Source: an optimization exercise on an open RTL-to-GDS flow (aim: small area). Production flows keep margins and buffers that such runs may drop.
Only simulation tests tie the RTL to the original design; equivalence was not proved.

==> trial 67: inputs <==
==> flow/design.v (excerpt) <==
module fl_comp (
    input  wire               clk,
    input  wire               rst,
    input  wire               in_valid,
    output wire               in_ready,
    input  wire               in_start,
    input  wire               in_settle,
    input  wire               in_forced,
    input  wire               in_ff_en,
    input  wire signed [23:0] in_p,
    input  wire        [13:0] in_centre,
    input  wire signed [8:0]  in_code,
    input  wire signed [17:0] in_ffd,
    input  wire signed [23:0] cfg_ki,
    input  wire signed [23:0] cfg_b0,
    input  wire signed [23:0] cfg_b1,
    input  wire signed [23:0] cfg_b2,
    input  wire signed [23:0] cfg_a1,
    input  wire signed [23:0] cfg_a2,
    input  wire        [3:0]  cfg_gsh,
    input  wire        [15:0] cfg_imin,
    input  wire        [15:0] cfg_imax,
    input  wire        [15:0] cfg_dmin,
    input  wire        [15:0] cfg_dmax,
    input  wire        [15:0] cfg_ipre,
    input  wire        [15:0] cfg_ffd_max,
    input  wire               cfg_ovr_int,
    output reg                out_valid,
    output reg         [15:0] out_d,
    output reg                out_dsat_hi,
    output reg                out_dsat_lo,
    output reg                out_hold,
    output reg  signed [17:0] out_x,
    output reg  signed [39:0] out_i
);
    localparam signed [39:0] MAX40 = 40'sh7F_FFFF_FFFF;
    localparam signed [39:0] MIN40 = 40'sh80_0000_0000;
    assign in_ready = 1'b1;
    wire accept = in_valid & ~rst;
    reg        [3:0]  ph;                   
    reg signed [23:0] r_ki, r_b0, r_b1, r_b2, r_a1, r_a2;
    reg        [15:0] r_imin, r_imax, r_dmin, r_dmax;
    reg        [3:0]  g;                    
    reg signed [4:0]  dg;                   
    reg        [17:0] r_ffd;                
    reg               r_ffc;
    reg signed [17:0] xn;                   
    reg signed [17:0] x2;                   
    reg               st;                   
    reg signed [39:0] y1, y2;               
    reg signed [49:0] acc;
    reg               cl_do, cl_max;        
    wire p0 = (ph == 4'd0);
    reg signed [39:0] sh_in;
    reg        [4:0]  sh_r;
    reg               sh_sat;
        wire        [15:0] cl_v = cl_max ? r_imax : r_imin;
  ...
==> flow/config.mk <==
export PLATFORM = sky130hd
export DESIGN_NAME = fl_comp
export DESIGN_NICKNAME = fl_comp
export VERILOG_FILES = /design/flow/design.v
export SDC_FILE = /design/flow/constraint.sdc
export NUM_CORES = 4
export LEC_CHECK = 0
export CAP_MARGIN = 20
export CORE_MARGIN = 2
export CORE_UTILIZATION = 50
export CTS_BUF_LIST = sky130_fd_sc_hd__clkbuf_4 sky130_fd_sc_hd__clkbuf_8
export SLEW_MARGIN = 20
export SYNTH_HIERARCHICAL = 1
==> flow/constraint.sdc <==
create_clock -name core_clock -period 45.0 [get_ports {clk}]
set_input_delay 9.0000 -clock core_clock [delete_from_list [all_inputs] [get_ports {clk}]]
set_output_delay 9.0000 -clock core_clock [all_outputs]
set_load 0.01 [all_outputs]
standard.sh (not shown) runs the stock make flow with config.mk's settings and CLKGATE_MAP_FILE= SYNTH_SCRIPT=/design/flow/synth_recipe.tcl, a recipe that flattens the netlist after the stock synthesis.
==> flow/flow/run.sh <==
#!/bin/bash
# The standard layout, with every input and output port buffered by the
# smallest buffer cell (buffer_ports -buffer_cell) instead of the default pick.
set -euo pipefail
export BUFFER_PORTS_ARGS="-buffer_cell sky130_fd_sc_hd__buf_1"
bash standard.sh > standard.log 2>&1
==> build 6 (differences from trial 67) <==
--- a/flow/design.v
+++ b/flow/design.v
@@ -27,79 +27,14 @@
     generate
         for (k = 0; k < W; k = k + 1) begin : g_b
             assign c[k+1] = (~a[k] & b[k]) | (~a[k] & c[k]) | (b[k] & c[k]);
         end
     endgenerate
     assign lt = c[W];
 endmodule
-module fl_mac (
-    input  wire [23:0] m_c,
-    input  wire [14:0] w,
-    input  wire        m_neg,
-    input  wire [49:0] base,
-    output wire [49:0] acc_n
-);
-    wire [24:0] mc25 = {m_c[23], m_c};
-    wire [49:0] rows [0:7];
-    wire [6:0]  bneg;
-    genvar gk;
-    generate
-        for (gk = 0; gk < 7; gk = gk + 1) begin : g_row
-            wire b2 = w[2*gk+2], b1 = w[2*gk+1], b0 = w[2*gk];
-            wire one = b1 ^ b0;
-            wire two = (b2 & ~b1 & ~b0) | (~b2 & b1 & b0);
-            wire ng  = b2 ^ m_neg;
-            wire [25:0] sel = {(one | two) & mc25[24], ({25{one}} & mc25) | ({25{two}} & {mc25[23:0], 1'b0})};
-            wire [25:0] v = sel ^ {26{ng}};
-            assign bneg[gk] = ng;
-            if (gk == 0) begin : g_first
-                assign rows[0] = {24'd0, ~v[25], v[24:0]};
-            end else begin : g_next
-                assign rows[gk] = {{(24-2*gk){1'b0}}, ~v[25], v[24:0], 1'b0, bneg[gk-1], {(2*gk-2){1'b0}}};
-            end
-        end
-    endgenerate
-    localparam [49:0] BK = 50'h3_FFD5_5600_0000;    
-    assign rows[7] = BK | {37'd0, bneg[6], 12'd0};
-    wire [49:0] s1 = base ^ rows[0] ^ rows[1];
-    wire [49:0] c1 = {(base & rows[0] | base & rows[1] | rows[0] & rows[1]), 1'b0};
-    wire [49:0] s2 = rows[2] ^ rows[3] ^ rows[4];
-    wire [49:0] c2 = {(rows[2] & rows[3] | rows[2] & rows[4] | rows[3] & rows[4]), 1'b0};
-    wire [49:0] s3 = rows[5] ^ rows[6] ^ rows[7];
-    wire [49:0] c3 = {(rows[5] & rows[6] | rows[5] & rows[7] | rows[6] & rows[7]), 1'b0};
-    wire [49:0] s4 = s1 ^ c1 ^ s2;
-    wire [49:0] c4 = {(s1 & c1 | s1 & s2 | c1 & s2), 1'b0};
-    wire [49:0] s5 = c2 ^ s3 ^ c3;
-    wire [49:0] c5 = {(c2 & s3 | c2 & c3 | s3 & c3), 1'b0};
-    wire [49:0] s6 = s4 ^ c4 ^ s5;
-    wire [49:0] c6 = {(s4 & c4 | s4 & s5 | c4 & s5), 1'b0};
-    wire [49:0] s7 = s6 ^ c6 ^ c5;
-    wire [49:0] c7 = {(s6 & c6 | s6 & c5 | c6 & c5), 1'b0};
-    fl_add #(50) u_acc (.a(s7), .b(c7), .ci(1'b0), .s(acc_n), .co());
-endmodule
-module fl_shift (
-    input  wire signed [39:0] sh_in,
-    input  wire        [4:0]  sh_r,
-    input  wire               sh_sat,
-    output wire signed [39:0] sh_out
-);
-    localparam signed [39:0] MAX40 = 40'sh7F_FFFF_FFFF;
-    localparam signed [39:0] MIN40 = 40'sh80_0000_0000;
-    wire signed [54:0] sh_e   = {sh_in, 15'd0};
-    wire signed [54:0] sh_s   = sh_e >>> sh_r;
-    wire        [3:0]  sh_l   = 4'd15 - sh_r[3:0];           
-    reg                sh_ovf;
-    integer k;
-    always @* begin
-        sh_ovf = 1'b0;
-        for (k = 24; k < 39; k = k + 1)
-            if (k >= 39 - sh_l && sh_in[k] != sh_in[39]) sh_ovf = 1'b1;
-    end
-    assign sh_out = (sh_sat & sh_ovf) ? (sh_in[39] ? MIN40 : MAX40) : sh_s[39:0];
-endmodule
 module fl_comp (
     input  wire               clk,
     input  wire               rst,
     input  wire               in_valid,
     output wire               in_ready,
     input  wire               in_start,
     input  wire               in_settle,
@@ -170,17 +105,25 @@
             sh_r   = 5'd15 - dg;
             sh_sat = ~dg[4] & (dg != 5'sd0);
         end else if (sel_u)
             sh_r   = 5'd15 + {1'b0, g};
         else
             sh_r   = 5'd15 - {1'b0, g};
     end
+    wire signed [54:0] sh_e   = {sh_in, 15'd0};
+    wire signed [54:0] sh_s   = sh_e >>> sh_r;
+    wire        [3:0]  sh_l   = 4'd15 - sh_r[3:0];           
+    reg                sh_ovf;
     integer k;
-    wire signed [39:0] sh_out;
-    fl_shift u_sh (.sh_in(sh_in), .sh_r(sh_r), .sh_sat(sh_sat), .sh_out(sh_out));
+    always @* begin
+        sh_ovf = 1'b0;
+        for (k = 24; k < 39; k = k + 1)
+            if (k >= 39 - sh_l && sh_in[k] != sh_in[39]) sh_ovf = 1'b1;
+    end
+    wire signed [39:0] sh_out = (sh_sat & sh_ovf) ? (sh_in[39] ? MIN40 : MAX40) : sh_s[39:0];
     reg signed [23:0] m_c;          
     reg signed [39:0] m_d;          
     reg        [1:0]  m_j;          
     reg               m_neg;        
     reg        [2:0]  b_sel;        
     always @* begin
         m_c = 24'sd0; m_d = 40'sd0; m_j = 2'd0; m_neg = 1'b0; b_sel = 3'd0;
@@ -209,14 +152,36 @@
         case (m_j)
             2'd0:    w = {m_dx[13:0], 1'b0};
             2'd1:    w = m_dx[27:13];
             2'd2:    w = m_dx[41:27];
             default: w = {14'h3F9C, 1'b0};      
         endcase
     end
+    wire [24:0] mc25 = {m_c[23], m_c};
+    wire [49:0] rows [0:7];
+    wire [6:0]  bneg;
+    genvar gk;
+    generate
+        for (gk = 0; gk < 7; gk = gk + 1) begin : g_row
+            wire b2 = w[2*gk+2], b1 = w[2*gk+1], b0 = w[2*gk];
+            wire one = b1 ^ b0;
+            wire two = (b2 & ~b1 & ~b0) | (~b2 & b1 & b0);
+            wire ng  = b2 ^ m_neg;
+            wire [25:0] sel = {(one | two) & mc25[24], ({25{one}} & mc25) | ({25{two}} & {mc25[23:0], 1'b0})};
+            wire [25:0] v = sel ^ {26{ng}};
+            assign bneg[gk] = ng;
+            if (gk == 0) begin : g_first
+                assign rows[0] = {24'd0, ~v[25], v[24:0]};
+            end else begin : g_next
+                assign rows[gk] = {{(24-2*gk){1'b0}}, ~v[25], v[24:0], 1'b0, bneg[gk-1], {(2*gk-2){1'b0}}};
+            end
+        end
+    endgenerate
+    localparam [49:0] BK = 50'h3_FFD5_5600_0000;    
+    assign rows[7] = BK | {37'd0, bneg[6], 12'd0};
     wire [17:0] t_hi;
     fl_add #(18) u_t (.a({in_p[23], in_p[23], in_p[23:8]}), .b(~{in_code[8], in_code[8], in_code[8], in_code[8],
                       in_code[8], in_code[8], in_code[8], in_code[8], in_code[8], in_code}),
                       .ci(1'b1), .s(t_hi), .co());
     reg [49:0] base;
     always @* begin
         case (b_sel)
@@ -224,16 +189,30 @@
             3'd1:    base = {{14{acc[49]}}, acc[49:14]};
             3'd2:    base = {{4{out_i[39]}}, out_i, 6'd0};
             3'd3:    base = 50'd4194303;
             3'd4:    base = {acc[37:0], out_d[13:8], 6'd0};
             default: base = {{24{t_hi[17]}}, t_hi, in_p[7:0]};
         endcase
     end
+    wire [49:0] s1 = base ^ rows[0] ^ rows[1];
+    wire [49:0] c1 = {(base & rows[0] | base & rows[1] | rows[0] & rows[1]), 1'b0};
+    wire [49:0] s2 = rows[2] ^ rows[3] ^ rows[4];
+    wire [49:0] c2 = {(rows[2] & rows[3] | rows[2] & rows[4] | rows[3] & rows[4]), 1'b0};
+    wire [49:0] s3 = rows[5] ^ rows[6] ^ rows[7];
+    wire [49:0] c3 = {(rows[5] & rows[6] | rows[5] & rows[7] | rows[6] & rows[7]), 1'b0};
+    wire [49:0] s4 = s1 ^ c1 ^ s2;
+    wire [49:0] c4 = {(s1 & c1 | s1 & s2 | c1 & s2), 1'b0};
+    wire [49:0] s5 = c2 ^ s3 ^ c3;
+    wire [49:0] c5 = {(c2 & s3 | c2 & c3 | s3 & c3), 1'b0};
+    wire [49:0] s6 = s4 ^ c4 ^ s5;
+    wire [49:0] c6 = {(s4 & c4 | s4 & s5 | c4 & s5), 1'b0};
+    wire [49:0] s7 = s6 ^ c6 ^ c5;
+    wire [49:0] c7 = {(s6 & c6 | s6 & c5 | c6 & c5), 1'b0};
     wire [49:0] acc_n;
-    fl_mac u_mac (.m_c(m_c), .w(w), .m_neg(m_neg), .base(base), .acc_n(acc_n));
+    fl_add #(50) u_acc (.a(s7), .b(c7), .ci(1'b0), .s(acc_n), .co());
     wire [25:0] xe = acc_n[25:0];
     wire signed [17:0] xs = (xe[25:17] == {9{xe[25]}}) ? xe[17:0]
                           : (xe[25] ? 18'sh2_0000 : 18'sh1_FFFF);
     wire signed [17:0] xv0 = in_start ? 18'sd0 : out_x;
     wire signed [17:0] x0  = in_settle ? xv0 : xs;
     wire hi0 = ~in_start & out_dsat_hi;
     wire lo0 = ~in_start & out_dsat_lo;
==> flow/run.sh (new file) <==
#!/bin/bash
# synth_recipe.tcl (not shown) runs the flow's synth.tcl, then flattens the netlist and writes it again
# the make line also repeats each setting of config.mk as NAME=value (left out here)
make -C /OpenROAD-flow-scripts/flow DESIGN_CONFIG=/design/flow/config.mk WORK_HOME=/design/flow/orfs CLKGATE_MAP_FILE= SYNTH_SCRIPT=/design/flow/synth_recipe.tcl finish
==> flow/config.mk (replaced) <==
export PLATFORM = sky130hd
export DESIGN_NAME = fl_comp
export DESIGN_NICKNAME = fl_comp
export VERILOG_FILES = /design/flow/design.v
export SDC_FILE = /design/flow/constraint.sdc
export NUM_CORES = 4
export LEC_CHECK = 0
export ABC_AREA = 1
export CAP_MARGIN = 20
export CORE_MARGIN = 2
export CORE_UTILIZATION = 60
export CTS_BUF_LIST = sky130_fd_sc_hd__clkbuf_4 sky130_fd_sc_hd__clkbuf_8
export SLEW_MARGIN = 20
removed: flow/flow/run.sh
removed: flow/standard.sh
==> comparison <==
- Against trial 67, the core utilization of build 6 is higher by 14 points.
- Between trial 67 and build 6, the lower register-to-register slack is in trial 67 (gap 5.1 ns).
- Clock-buffer cell count: build 6 is lower than trial 67 (4).
- Between build 6 and trial 67, the lower cell count is in trial 67 (gap about 14%, measured against trial 67).
- Of build 6 and trial 67, trial 67 has the higher sequential share of layout area (gap 1.3 points).
- Against build 6, the non-clock buffer count of trial 67 is higher by 8.

========
==> inputs of exp/lagoon <==
fl_comp, a different RTL version from the one above (not shown whole).
==> flow/config.mk <==
export PLATFORM = sky130hd
export DESIGN_NAME = fl_comp
export DESIGN_NICKNAME = fl_comp
export VERILOG_FILES = /design/flow/design.v
export SDC_FILE = /design/flow/constraint.sdc
export NUM_CORES = 4
export LEC_CHECK = 0
export CAP_MARGIN = 20
export CORE_MARGIN = 2
export CORE_UTILIZATION = 55
export CTS_BUF_LIST = sky130_fd_sc_hd__clkbuf_4 sky130_fd_sc_hd__clkbuf_8
export SLEW_MARGIN = 20
export SYNTH_HIERARCHICAL = 1
==> flow/constraint.sdc <==
create_clock -name core_clock -period 45.0 [get_ports {clk}]
set_input_delay 9.0000 -clock core_clock [delete_from_list [all_inputs] [get_ports {clk}]]
set_output_delay 9.0000 -clock core_clock [all_outputs]
set_load 0.01 [all_outputs]
==> flow/flow/run.sh <==
#!/bin/bash
# The standard layout, with every input and output port buffered by the
# smallest buffer cell (buffer_ports -buffer_cell) instead of the default pick.
set -euo pipefail
export BUFFER_PORTS_ARGS="-buffer_cell sky130_fd_sc_hd__buf_1"
bash standard.sh > standard.log 2>&1
==> exp/amber (differences from exp/lagoon) <==
--- a/flow/design.v
+++ b/flow/design.v
@@ -14,99 +14,28 @@
             assign c[k+1] = (a[k] & b[k]) | (a[k] & c[k]) | (b[k] & c[k]);
         end
     endgenerate
     assign co = c[W];
 endmodule
 module fl_lt #(parameter W = 8) (
     input  wire [W-1:0] a,
     input  wire [W-1:0] b,
-    input  wire         ci,
     output wire         lt
 );
     wire [W:0] c;
-    assign c[0] = ci;
+    assign c[0] = 1'b0;
     genvar k;
     generate
         for (k = 0; k < W; k = k + 1) begin : g_b
             assign c[k+1] = (~a[k] & b[k]) | (~a[k] & c[k]) | (b[k] & c[k]);
         end
     endgenerate
     assign lt = c[W];
 endmodule
-module fl_mac (
-    input  wire [23:0] m_c,
-    input  wire [14:0] w,
-    input  wire        m_neg,
-    input  wire [49:0] base,
-    output wire [49:0] acc_n
-);
-    wire [24:0] mc25 = {m_c[23], m_c};
-    wire [49:0] rows [0:7];
-    wire [6:0]  bneg;
-    genvar gk;
-    generate
-        for (gk = 0; gk < 7; gk = gk + 1) begin : g_row
-            wire b2 = w[2*gk+2], b1 = w[2*gk+1], b0 = w[2*gk];
-            wire one = b1 ^ b0;
-            wire two = (b2 & ~b1 & ~b0) | (~b2 & b1 & b0);
-            wire ng  = b2 ^ m_neg;
-            wire [25:0] sel = {(one | two) & mc25[24], ({25{one}} & mc25) | ({25{two}} & {mc25[23:0], 1'b0})};
-            wire [25:0] v = sel ^ {26{ng}};
-            assign bneg[gk] = ng;
-            if (gk == 0) begin : g_first
-                assign rows[0] = {24'd0, ~v[25], v[24:0]};
-            end else begin : g_next
-                assign rows[gk] = {{(24-2*gk){1'b0}}, ~v[25], v[24:0], 1'b0, bneg[gk-1], {(2*gk-2){1'b0}}};
-            end
-        end
-    endgenerate
-    localparam [49:0] BK = 50'h3_FFD5_5600_0000;    
-    assign rows[7] = BK | {37'd0, bneg[6], 12'd0};
-    wire [49:0] s1 = base ^ rows[0] ^ rows[1];
-    wire [49:0] c1 = {(base & rows[0] | base & rows[1] | rows[0] & rows[1]), 1'b0};
-    wire [49:0] s2 = rows[2] ^ rows[3] ^ rows[4];
-    wire [49:0] c2 = {(rows[2] & rows[3] | rows[2] & rows[4] | rows[3] & rows[4]), 1'b0};
-    wire [49:0] s3 = rows[5] ^ rows[6] ^ rows[7];
-    wire [49:0] c3 = {(rows[5] & rows[6] | rows[5] & rows[7] | rows[6] & rows[7]), 1'b0};
-    wire [49:0] s4 = s1 ^ c1 ^ s2;
-    wire [49:0] c4 = {(s1 & c1 | s1 & s2 | c1 & s2), 1'b0};
-    wire [49:0] s5 = c2 ^ s3 ^ c3;
-    wire [49:0] c5 = {(c2 & s3 | c2 & c3 | s3 & c3), 1'b0};
-    wire [49:0] s6 = s4 ^ c4 ^ s5;
-    wire [49:0] c6 = {(s4 & c4 | s4 & s5 | c4 & s5), 1'b0};
-    wire [49:0] s7 = s6 ^ c6 ^ c5;
-    wire [49:0] c7 = {(s6 & c6 | s6 & c5 | c6 & c5), 1'b0};
-    fl_add #(50) u_acc (.a(s7), .b(c7), .ci(1'b0), .s(acc_n), .co());
-endmodule
-module fl_shift (
-    input  wire signed [39:0] sh_in,
-    input  wire        [4:0]  sh_r,
-    input  wire               sh_sat,
-    output wire signed [39:0] sh_out
-);
-    localparam signed [39:0] MAX40 = 40'sh7F_FFFF_FFFF;
-    localparam signed [39:0] MIN40 = 40'sh80_0000_0000;
-    wire        sg  = sh_in[39];
-    wire [54:0] e0  = {sh_in, 15'd0};
-    wire [54:0] t16 = sh_r[4] ? {{16{sg}}, e0[54:16]} : e0;
-    wire [46:0] t8  = sh_r[3] ? t16[54:8] : t16[46:0];
-    wire [42:0] t4  = sh_r[2] ? t8[46:4]  : t8[42:0];
-    wire [40:0] t2  = sh_r[1] ? t4[42:2]  : t4[40:0];
-    wire [39:0] t1  = sh_r[0] ? t2[40:1]  : t2[39:0];
-    wire        [3:0]  sh_l   = 4'd15 - sh_r[3:0];           
-    reg                sh_ovf;
-    integer k;
-    always @* begin
-        sh_ovf = 1'b0;
-        for (k = 24; k < 39; k = k + 1)
-            if (k >= 39 - sh_l && sh_in[k] != sh_in[39]) sh_ovf = 1'b1;
-    end
-    assign sh_out = (sh_sat & sh_ovf) ? (sh_in[39] ? MIN40 : MAX40) : t1;
-endmodule
 module fl_comp (
     input  wire               clk,
     input  wire               rst,
     input  wire               in_valid,
     output wire               in_ready,
     input  wire               in_start,
     input  wire               in_settle,
     input  wire               in_forced,
@@ -175,19 +104,27 @@
         end else if (sel_y) begin
             sh_r   = 5'd15 - dg;
             sh_sat = ~dg[4] & (dg != 5'sd0);
         end else if (sel_u)
             sh_r   = 5'd15 + {1'b0, g};
         else
             sh_r   = 5'd15 - {1'b0, g};
     end
+    wire signed [54:0] sh_e   = {sh_in, 15'd0};
+    wire signed [54:0] sh_s   = sh_e >>> sh_r;
+    wire        [3:0]  sh_l   = 4'd15 - sh_r[3:0];           
+    reg                sh_ovf;
     integer k;
-    wire signed [39:0] sh_out;
-    fl_shift u_sh (.sh_in(sh_in), .sh_r(sh_r), .sh_sat(sh_sat), .sh_out(sh_out));
+    always @* begin
+        sh_ovf = 1'b0;
+        for (k = 24; k < 39; k = k + 1)
+            if (k >= 39 - sh_l && sh_in[k] != sh_in[39]) sh_ovf = 1'b1;
+    end
+    wire signed [39:0] sh_out = (sh_sat & sh_ovf) ? (sh_in[39] ? MIN40 : MAX40) : sh_s[39:0];
     reg signed [23:0] m_c;          
     reg signed [39:0] m_d;          
     reg        [1:0]  m_j;          
     reg               m_neg;        
     reg        [2:0]  b_sel;        
     always @* begin
         m_c = 24'sd0; m_d = 40'sd0; m_j = 2'd0; m_neg = 1'b0; b_sel = 3'd0;
         case (ph)
@@ -214,66 +151,104 @@
     always @* begin
         case (m_j)
             2'd0:    w = {m_dx[13:0], 1'b0};
             2'd1:    w = m_dx[27:13];
             2'd2:    w = m_dx[41:27];
             default: w = {14'h3F9C, 1'b0};      
         endcase
     end
+    wire [24:0] mc25 = {m_c[23], m_c};
+    wire [49:0] rows [0:7];
+    wire [6:0]  bneg;
+    genvar gk;
+    generate
+        for (gk = 0; gk < 7; gk = gk + 1) begin : g_row
+            wire b2 = w[2*gk+2], b1 = w[2*gk+1], b0 = w[2*gk];
+            wire one = b1 ^ b0;
+            wire two = (b2 & ~b1 & ~b0) | (~b2 & b1 & b0);
+            wire ng  = b2 ^ m_neg;
+            wire [25:0] sel = {(one | two) & mc25[24], ({25{one}} & mc25) | ({25{two}} & {mc25[23:0], 1'b0})};
+            wire [25:0] v = sel ^ {26{ng}};
+            assign bneg[gk] = ng;
+            if (gk == 0) begin : g_first
+                assign rows[0] = {24'd0, ~v[25], v[24:0]};
+            end else begin : g_next
+                assign rows[gk] = {{(24-2*gk){1'b0}}, ~v[25], v[24:0], 1'b0, bneg[gk-1], {(2*gk-2){1'b0}}};
+            end
+        end
+    endgenerate
+    localparam [49:0] BK = 50'h3_FFD5_5600_0000;    
+    assign rows[7] = BK | {37'd0, bneg[6], 12'd0};
     wire [17:0] t_hi;
     fl_add #(18) u_t (.a({in_p[23], in_p[23], in_p[23:8]}), .b(~{in_code[8], in_code[8], in_code[8], in_code[8],
                       in_code[8], in_code[8], in_code[8], in_code[8], in_code[8], in_code}),
                       .ci(1'b1), .s(t_hi), .co());
     reg [49:0] base;
     always @* begin
         case (b_sel)
             3'd0:    base = acc;
             3'd1:    base = {{14{acc[49]}}, acc[49:14]};
             3'd2:    base = {{4{out_i[39]}}, out_i, 6'd0};
             3'd3:    base = 50'd4194303;
             3'd4:    base = {acc[37:0], out_d[13:8], 6'd0};
             default: base = {{24{t_hi[17]}}, t_hi, in_p[7:0]};
         endcase
     end
+    wire [49:0] s1 = base ^ rows[0] ^ rows[1];
+    wire [49:0] c1 = {(base & rows[0] | base & rows[1] | rows[0] & rows[1]), 1'b0};
+    wire [49:0] s2 = rows[2] ^ rows[3] ^ rows[4];
+    wire [49:0] c2 = {(rows[2] & rows[3] | rows[2] & rows[4] | rows[3] & rows[4]), 1'b0};
+    wire [49:0] s3 = rows[5] ^ rows[6] ^ rows[7];
+    wire [49:0] c3 = {(rows[5] & rows[6] | rows[5] & rows[7] | rows[6] & rows[7]), 1'b0};
+    wire [49:0] s4 = s1 ^ c1 ^ s2;
+    wire [49:0] c4 = {(s1 & c1 | s1 & s2 | c1 & s2), 1'b0};
+    wire [49:0] s5 = c2 ^ s3 ^ c3;
+    wire [49:0] c5 = {(c2 & s3 | c2 & c3 | s3 & c3), 1'b0};
+    wire [49:0] s6 = s4 ^ c4 ^ s5;
+    wire [49:0] c6 = {(s4 & c4 | s4 & s5 | c4 & s5), 1'b0};
+    wire [49:0] s7 = s6 ^ c6 ^ c5;
+    wire [49:0] c7 = {(s6 & c6 | s6 & c5 | c6 & c5), 1'b0};
     wire [49:0] acc_n;
-    fl_mac u_mac (.m_c(m_c), .w(w), .m_neg(m_neg), .base(base), .acc_n(acc_n));
+    fl_add #(50) u_acc (.a(s7), .b(c7), .ci(1'b0), .s(acc_n), .co());
     wire [25:0] xe = acc_n[25:0];
     wire signed [17:0] xs = (xe[25:17] == {9{xe[25]}}) ? xe[17:0]
                           : (xe[25] ? 18'sh2_0000 : 18'sh1_FFFF);
     wire signed [17:0] xv0 = in_start ? 18'sd0 : out_x;
     wire signed [17:0] x0  = in_settle ? xv0 : xs;
     wire hi0 = ~in_start & out_dsat_hi;
     wire lo0 = ~in_start & out_dsat_lo;
     wire ovr = (in_code == 9'sh100) || (in_code == 9'sh0FF);
     wire hold0 = (hi0 && !x0[17] && (x0 != 18'sd0)) || (lo0 && x0[17]) || in_forced
                || (ovr && !cfg_ovr_int);
     wire [16:0] fmag = in_ffd[17] ? ~in_ffd[16:0] : in_ffd[16:0];
     wire        f_lt;                           
-    fl_lt #(17) u_flt (.a(fmag), .b({1'b0, cfg_ffd_max}), .ci(~in_ffd[17]), .lt(f_lt));
-    wire        f_cl = ~f_lt;
+    fl_lt #(17) u_flt (.a(fmag), .b({1'b0, cfg_ffd_max}), .lt(f_lt));
+    wire        f_eq = (fmag == {1'b0, cfg_ffd_max});
+    wire        f_cl = in_ffd[17] ? ~f_lt : ~(f_lt | f_eq);
     wire        f_en = in_ff_en & ~in_forced;
     wire [17:0] ffd0 = ~f_en ? 18'd0 : ~f_cl ? in_ffd
                      : (in_ffd[17] ? ~{2'b0, cfg_ffd_max} : {2'b0, cfg_ffd_max});
     wire        ffc0 = f_en & f_cl & in_ffd[17];
     wire [4:0]  s5w = 5'd8 + {1'b0, g};
     reg         rnz;
     always @* begin
         rnz = 1'b0;
         for (k = 0; k < 23; k = k + 1)
             if (k < s5w && usum[k]) rnz = 1'b1;
     end
     wire [31:0] q = sh_out[31:0];
     wire q_pos_big = ~q[31] & (q[30:16] != 15'd0);
-    wire q_le_max, q_lt_min, mx_lt_mn;
-    fl_lt #(16) u_q1 (.a(q[15:0]), .b(r_imax), .ci(~rnz), .lt(q_le_max));
-    fl_lt #(16) u_q2 (.a(q[15:0]), .b(r_imin), .ci(1'b0), .lt(q_lt_min));
-    fl_lt #(16) u_q3 (.a(r_imax), .b(r_imin), .ci(1'b0), .lt(mx_lt_mn));
+    wire q_lt_max, q_lt_min, mx_lt_mn;
+    fl_lt #(16) u_q1 (.a(q[15:0]), .b(r_imax), .lt(q_lt_max));
+    fl_lt #(16) u_q2 (.a(q[15:0]), .b(r_imin), .lt(q_lt_min));
+    fl_lt #(16) u_q3 (.a(r_imax), .b(r_imin), .lt(mx_lt_mn));
+    wire q_eq_max = (q[15:0] == r_imax);
     wire q_small  = ~q[31] & ~q_pos_big;        
-    wire c_hi = q_pos_big | (q_small & ~q_le_max);
+    wire c_hi = q_pos_big | (q_small & ~q_lt_max & ~(q_eq_max & ~rnz));
     wire c_lo = q[31] | (q_small & q_lt_min);
     wire signed [44:0] ysum = {acc[36:0], out_d[13:6]};
     wire signed [39:0] y = (ysum[44:39] == {6{ysum[44]}}) ? ysum[39:0] : (ysum[44] ? MIN40 : MAX40);
     wire [39:0] usum;
     wire        uco;
     wire [39:0] ua = (ph == 4'd15) ? out_i : 40'd0;
     fl_add #(40) u_u (.a(ua), .b(y), .ci(1'b0), .s(usum), .co(uco));
     wire uovf = (ua[39] == y[39]) & (usum[39] != ua[39]);
@@ -281,22 +256,25 @@
     wire [39:0] ush = uovf ? (ua[39] ? ~mxs : mxs) : sh_out;
     wire ush_neg = ush[39];
     wire ush_in  = (ush[39:17] == {23{ush[39]}});       
     wire [18:0] ds;
     wire        dco;
     fl_add #(19) u_ds (.a({ush[17], ush[17:0]}), .b({r_ffd[17], r_ffd}), .ci(r_ffc), .s(ds), .co(dco));
     wire [15:0] dc = ~ush_in ? (ush_neg ? 16'd0 : 16'hFFFF)
                    : ds[18] ? 16'd0 : (ds[17:16] != 2'd0) ? 16'hFFFF : ds[15:0];
-    wire dc_lt_mx, dc_le_mn;
-    fl_lt #(16) u_d1 (.a(dc), .b(r_dmax), .ci(1'b0), .lt(dc_lt_mx));
-    fl_lt #(16) u_d2 (.a(dc), .b(r_dmin), .ci(1'b1), .lt(dc_le_mn));
+    wire dc_lt_mx, dc_lt_mn;
+    fl_lt #(16) u_d1 (.a(dc), .b(r_dmax), .lt(dc_lt_mx));
+    fl_lt #(16) u_d2 (.a(dc), .b(r_dmin), .lt(dc_lt_mn));
+    wire dc_eq_mx = (dc == r_dmax);
+    wire dc_eq_mn = (dc == r_dmin);
     wire dmx_lt_mn;
-    fl_lt #(16) u_d3 (.a(r_dmax), .b(r_dmin), .ci(1'b0), .lt(dmx_lt_mn));
-    wire [15:0] d = ~dc_lt_mx ? (dmx_lt_mn ? r_dmin : r_dmax) : (dc_le_mn ? r_dmin : dc);
+    fl_lt #(16) u_d3 (.a(r_dmax), .b(r_dmin), .lt(dmx_lt_mn));
+    wire dc_gt_mx = ~dc_lt_mx & ~dc_eq_mx;
+    wire [15:0] d = dc_gt_mx ? (dmx_lt_mn ? r_dmin : r_dmax) : (dc_lt_mn ? r_dmin : dc);
     always @(posedge clk) begin
         if (rst) begin
             ph        <= 4'd0;
             out_valid <= 1'b0;
         end else begin
             out_valid <= (ph == 4'd15);
             if (!p0) ph <= ph + 4'd1;
             else if (accept) ph <= 4'd1;
@@ -330,12 +308,12 @@
         if (ph == 4'd4 && !out_hold && cl_do) out_i <= sh_out;
         if (ph == 4'd15) begin
             y1 <= y;
             y2 <= y1;
             x2 <= st ? 18'sd0 : out_x;
             out_x <= xn;
             out_d <= d;
             out_dsat_hi <= ~dc_lt_mx;
-            out_dsat_lo <= dc_le_mn;
+            out_dsat_lo <= dc_lt_mn | dc_eq_mn;
         end
     end
 endmodule
==> flow/config.mk (replaced) <==
export PLATFORM = sky130hd
export DESIGN_NAME = fl_comp
export DESIGN_NICKNAME = fl_comp
export VERILOG_FILES = /design/flow/design.v
export SDC_FILE = /design/flow/constraint.sdc
export NUM_CORES = 4
export LEC_CHECK = 0
export ABC_AREA = 1
export CAP_MARGIN = 20
export CORE_MARGIN = 2
export CORE_UTILIZATION = 60
export CTS_BUF_LIST = sky130_fd_sc_hd__clkbuf_4 sky130_fd_sc_hd__clkbuf_8
export SLEW_MARGIN = 20
==> run summary <==
- The flow ran to the end and the layout has no timing, DRC or antenna violations.
- After detailed placement, the total cell area comes to 41,500 µm².
- The core region is 71,100 µm².
- The worst register-to-register path begins at ph[0].
- The number of diodes added for antenna fixing is 4.
- In the final layout, non-clock buffers account for 4.78% of the cell area.
- After the last flow step, the layout net total stands at 4,754.
- The source-to-sink clock delay at the later pin of the worst-skew pair is 0.74 ns.
- The routed design has 147,000 µm of wire.
- The routed design uses 66,000 µm of met2 wire.
- The number of buffers added by the clock tree synthesis step is 87.
- The count of synthesis-stage warnings from yosys is 9.
- The cell count after placement is 4,939.
- The final weighted congestion in routability-driven placement is 1.00.
That was exp/lagoon.
==> run summary <==
- The number of antenna diodes in the final layout is 5.
- The run finished with no timing, DRC or antenna violations.
- The cell count after placement is 6,012.
- The source-to-sink clock delay at the later pin of the worst-skew pair is 0.72 ns.
- The post-place instance area is 42,800 µm².
- At the end of the flow, the number of nets in the layout was 5,962.
- In this run, CTS created clock tree buffers numbering 83.
- In this run the standard cell core region covers 67,000 µm².
- The met2 wire length is 65,500 µm.
- After detailed routing, the total wire length is 155,000 µm.
That was exp/amber.

## separate check: timing with driven ports
The results above use ideal ports. As a check the final layouts listed here were re-extracted and re-timed, cells and wires unchanged.
Step 1, drivers: a clkbuf_16 drives clk and a buf_2 each remaining input, both assumed.
Step 2 times the ports against the registers' clock, not the clock port: input delays grow and output delays shrink by t, the midpoint of the rising clock arrivals with the driver on.
Slacks: ideal / step 1 / step 2; pairs: ideal / step 1.
run | t (ns) | setup slack, ns | hold slack, ns | clock arrival spread, ns | worst data-port slew with drivers (ns)
trial 67 | 0.783 | 11.862 / 11.862 / 11.862 | 0.413 / 0.413 / 0.413 | 0.056 / 0.056 | 0.08
build 6 | 0.797 | 16.945 / 16.945 / 16.388 | 0.451 / 0.451 / 0.451 | 0.049 / 0.048 | 0.10
exp/lagoon | 0.772 | 10.896 / 10.896 / 10.896 | 0.444 / 0.444 / 0.444 | 0.065 / 0.065 | 0.09
exp/amber | 0.774 | 16.682 / 16.682 / 16.682 | 0.431 / 0.431 / 0.431 | 0.030 / 0.030 | 0.07
After both steps setup and hold are still met in every run listed. The setup slack of build 6, which loses most, moves by 0.000 ns with the drivers and by -0.557 ns with both steps.
